This design comes from an exercise in tuning for small area, a short achievable clock period and few clock cycles per item on the open sky130 flow, not from production work. Function was checked by simulation only, so behaviour that the tests miss may differ from the original. Power is estimated from default activity; no workload was simulated.

Setup of job 101:
Design gkl_flit_rx, start of the top module:
module gkl_flit_rx (
  input  wire        clk,
  input  wire        rst,
  input  wire        in_valid,
  output wire        in_ready,
  input  wire [63:0] in_data,
  input  wire        in_mode_p,
  output wire        out_valid,
  input  wire        out_ready,
  output wire [63:0] out_data,
  output wire        out_last,
  output wire        st_crc_ok,
  output wire [1:0]  st_corr,
  output wire [1:0]  st_unc,
  output wire [7:0]  st_pos0,
  output wire [7:0]  st_pos1
);
export LEC_CHECK = 0
export CAP_MARGIN = 20
export CORE_MARGIN = 2
export CORE_UTILIZATION = 60
export CTS_CLUSTER_DIAMETER = 80
export CTS_CLUSTER_SIZE = 30
export PLACE_DENSITY_LB_ADDON = 0.1
export SLEW_MARGIN = 20
create_clock -name core_clock -period 11.0 [get_ports {clk}]
standard.sh (not shown) runs the stock make flow with config.mk's settings and CLKGATE_MAP_FILE= SYNTH_SCRIPT=/design/flow/synth_recipe.tcl, a recipe that flattens the netlist after the stock synthesis.
==> flow/flow/run.sh <==
#!/bin/bash
# Standard ORFS layout (the standard.sh), with repair_timing aimed at a
# tighter setup target than the 11 ns clock (the SDC itself is unchanged), and
# the smallest buffer (buf_1) on every input and output port, and the I/O pins
# kept to the right and top edges (so the output register sits near its pins).
# make's output goes to flow_make.log; ORFS keeps each step's log under orfs/logs.
set -euo pipefail
bash standard.sh SETUP_SLACK_MARGIN=7.45 "BUFFER_PORTS_ARGS=-buffer_cell sky130_fd_sc_hd__buf_1" "PLACE_PINS_ARGS=-exclude left:* -exclude bottom:*" finish > flow_make.log 2>&1
Testbench counts of job 101, summed over its fixed seeds: cycles 16,656, flits 512.
[inputs] job 102 vs job 101
==> flow/flow/run.sh <==
#!/bin/bash
# Standard ORFS layout (the standard.sh), with repair_timing aimed at a
# tighter setup target than the 11 ns clock (the SDC itself is unchanged).
set -euo pipefail
bash standard.sh SETUP_SLACK_MARGIN=7.3 "BUFFER_PORTS_ARGS=-buffer_cell sky130_fd_sc_hd__buf_1" finish > flow_make.log 2>&1
Job 102 finished all stages; the layout is clean.
On total chip power, job 102 and job 101 are neck and neck.
Looking only at non-clock buffer instance count of the final layout, and setting everything else aside, the higher value of job 102 and job 101 goes to job 101.
Floorplan row count: job 102 vs job 101 identical
Delay of the slowest cell on the worst path (job 102 over job 101): increase, 0.33 ns
The timing startpoint of the critical path comes out h_data[36] in one run and hit[6] in the other, namely in job 101 and job 102 respectively.
Summary of the comparison: post-placement setup slack is lower in job 102, relative to job 101.
Cmp job 102 vs job 101: sequential cell area share higher in job 102
What job 103 does differently from job 102 at the input level:
# job 102
export LEC_CHECK = 0
export CAP_MARGIN = 20
export CORE_MARGIN = 2
export CORE_UTILIZATION = 60
export CTS_CLUSTER_DIAMETER = 80
export CTS_CLUSTER_SIZE = 30
export PLACE_DENSITY_LB_ADDON = 0.1
export SLEW_MARGIN = 20
create_clock -name core_clock -period 11.0 [get_ports {clk}]
# job 103
export LEC_CHECK = 0
export CAP_MARGIN = 20
export CORE_MARGIN = 2
export CORE_UTILIZATION = 60
export CTS_CLUSTER_DIAMETER = 80
export CTS_CLUSTER_SIZE = 30
export PLACE_DENSITY_LB_ADDON = 0.1
export SLEW_MARGIN = 20
export TNS_END_PERCENT = 0
create_clock -name core_clock -period 11.0 [get_ports {clk}]
==> flow/flow/run.sh <==
#!/bin/bash
# Standard ORFS layout (the standard.sh), with repair_timing aimed at a
# tighter setup target than the 11 ns clock (the SDC itself is unchanged).
set -euo pipefail
bash standard.sh SETUP_SLACK_MARGIN=7.8 "BUFFER_PORTS_ARGS=-buffer_cell sky130_fd_sc_hd__buf_1" finish > flow_make.log 2>&1
Results
Initial antenna violation count: higher on job 103. Diff job 102 -> job 103: power share of the clock group -0.4 points; clock buffer count from CTS went down. Of the two values seen for worst setup path startpoint, hit[6] was produced by job 102 and h_data[38] by job 103.
> inputs changed (job 103 -> job 104)
# job 103
export LEC_CHECK = 0
export CAP_MARGIN = 20
export CORE_MARGIN = 2
export CORE_UTILIZATION = 60
export CTS_CLUSTER_DIAMETER = 80
export CTS_CLUSTER_SIZE = 30
export PLACE_DENSITY_LB_ADDON = 0.1
export SLEW_MARGIN = 20
export TNS_END_PERCENT = 0
create_clock -name core_clock -period 11.0 [get_ports {clk}]
# job 104
export LEC_CHECK = 0
export CAP_MARGIN = 20
export CORE_MARGIN = 2
export CORE_UTILIZATION = 60
export CTS_CLUSTER_DIAMETER = 80
export CTS_CLUSTER_SIZE = 30
export PLACE_DENSITY_LB_ADDON = 0.1
export SLEW_MARGIN = 20
create_clock -name core_clock -period 11.0 [get_ports {clk}]
==> flow/flow/run.sh <==
#!/bin/bash
# Standard ORFS layout (the standard.sh), with repair_timing aimed at a
# tighter setup target than the 11 ns clock (the SDC itself is unchanged).
set -euo pipefail
bash standard.sh SETUP_SLACK_MARGIN=7.6 "BUFFER_PORTS_ARGS=-buffer_cell sky130_fd_sc_hd__buf_1" finish > flow_make.log 2>&1
Findings:
Job 104 against job 103: routed wire length rose by about 3.8%; final weighted congestion in routability-driven placement +2.5%; global-route usage went up by 0.50 points; quantity of gates resized following cts picked up an extra 107. Going from job 103 to job 104, final cell count climbed about 1.4%, worst setup slack after placement climbed 0.15 ns, logic depth of the worst path, buffers included barely changed. Job 104 ends up with a delay of the slowest cell on the worst path that is 0.02 ns lower than in job 103. Switching part of the total: job 104 vs job 103, no meaningful difference. met2 demand-to-capacity share in global routing on job 104 is up relative to job 103.

========
Starting RTL as in the previous note.
Settings: LEC_CHECK=0, CAP_MARGIN=20, CORE_MARGIN=2, CORE_UTILIZATION=60, CTS_CLUSTER_DIAMETER=80, CTS_CLUSTER_SIZE=30, PLACE_DENSITY_LB_ADDON=0.1, SLEW_MARGIN=20; clock period 11.0 ns.
==> flow/flow/run.sh <==
#!/bin/bash
# Standard ORFS layout (the standard.sh), with repair_timing aimed at a
# tighter setup target than the 11 ns clock (the SDC itself is unchanged), and
# the smallest buffer (buf_1) on every input and output port, and the I/O pins
# kept to the right and top edges (so the output register sits near its pins).
# make's output goes to flow_make.log; ORFS keeps each step's log under orfs/logs.
set -euo pipefail
bash standard.sh SETUP_SLACK_MARGIN=7.8 "BUFFER_PORTS_ARGS=-buffer_cell sky130_fd_sc_hd__buf_1" "PLACE_PINS_ARGS=-exclude left:* -exclude bottom:*" finish > flow_make.log 2>&1
Testbench counts at the start, summed over its fixed seeds: cycles 16,656, flits 512.
Rerun with:
==> flow/flow/run.sh (replaced) <==
#!/bin/bash
# Standard ORFS layout (the standard.sh), with repair_timing aimed at a
# tighter setup target than the 11 ns clock (the SDC itself is unchanged).
set -euo pipefail
bash standard.sh SETUP_SLACK_MARGIN=7.45 "BUFFER_PORTS_ARGS=-buffer_cell sky130_fd_sc_hd__buf_1" finish > flow_make.log 2>&1
- wire length is higher slightly
- sequential share of layout area grows by 2.3 points
- design area falls by a few percent
- maximum frequency is lower by a few percent
- die area does not change
- critical path depth stays the same
Rerun with:
==> flow/flow/run.sh (replaced) <==
#!/bin/bash
# Standard ORFS layout (the standard.sh), with repair_timing aimed at a
# tighter setup target than the 11 ns clock (the SDC itself is unchanged), and
# the smallest buffer (buf_1) on every input and output port, and the I/O pins
# kept to the right and top edges (so the output register sits near its pins).
# make's output goes to flow_make.log; ORFS keeps each step's log under orfs/logs.
set -euo pipefail
bash standard.sh SETUP_SLACK_MARGIN=7.6 "BUFFER_PORTS_ARGS=-buffer_cell sky130_fd_sc_hd__buf_1" "PLACE_PINS_ARGS=-exclude left:* -exclude bottom:*" finish > flow_make.log 2>&1
Settings changed: TNS_END_PERCENT from default to 0.
The changed run went through all stages and came out clean. Non-clock buffer count drops by 15. Worst setup slack improves by 0.14 ns. Total power falls by 1.4%. Synthesized cell count stays the same. Core utilization went down by 0.67 points.

[port drivers added, routing unchanged]
No port has a modelled driver above. Below, the same layouts with a new extraction and two added sets of constraints. Step 1 sets driving cells, clkbuf_16 on the clock port and buf_2 on the other inputs (assumed; they add their load-dependent delay and slew). Step 2 times the ports against the registers' clock, not the clock port: input delays grow and output delays shrink by t, the midpoint of the rising clock arrivals with the driver on. Three values: no drivers, after step 1, after step 2; two values: the first two.
run	t, ns	setup slack, ns	worst setup path at the end	worst data-port slew with drivers (ns)	pins driven straight from the clock port
job 101	0.801	7.406 / 7.333 / 6.609	input to register	0.20	1
job 102	0.782	7.231 / 7.212 / 6.570	input to register	0.15	1
job 103	0.797	7.240 / 7.164 / 6.546	input to register	0.12	1
job 104	0.787	7.300 / 7.229 / 6.856	input to register	0.15	1
the first run of note 2	0.799	7.440 / 7.365 / 6.916	input to register	0.21	1
the second run of note 2	0.791	7.237 / 7.165 / 6.751	input to register	0.10	1
the third run of note 2	0.795	7.373 / 7.271 / 6.476	input to register	0.20	1
After both steps every run listed still meets setup and hold. For the third run of note 2, which loses most, drivers alone change the setup slack by -0.102 ns; drivers and shift together by -0.897 ns.
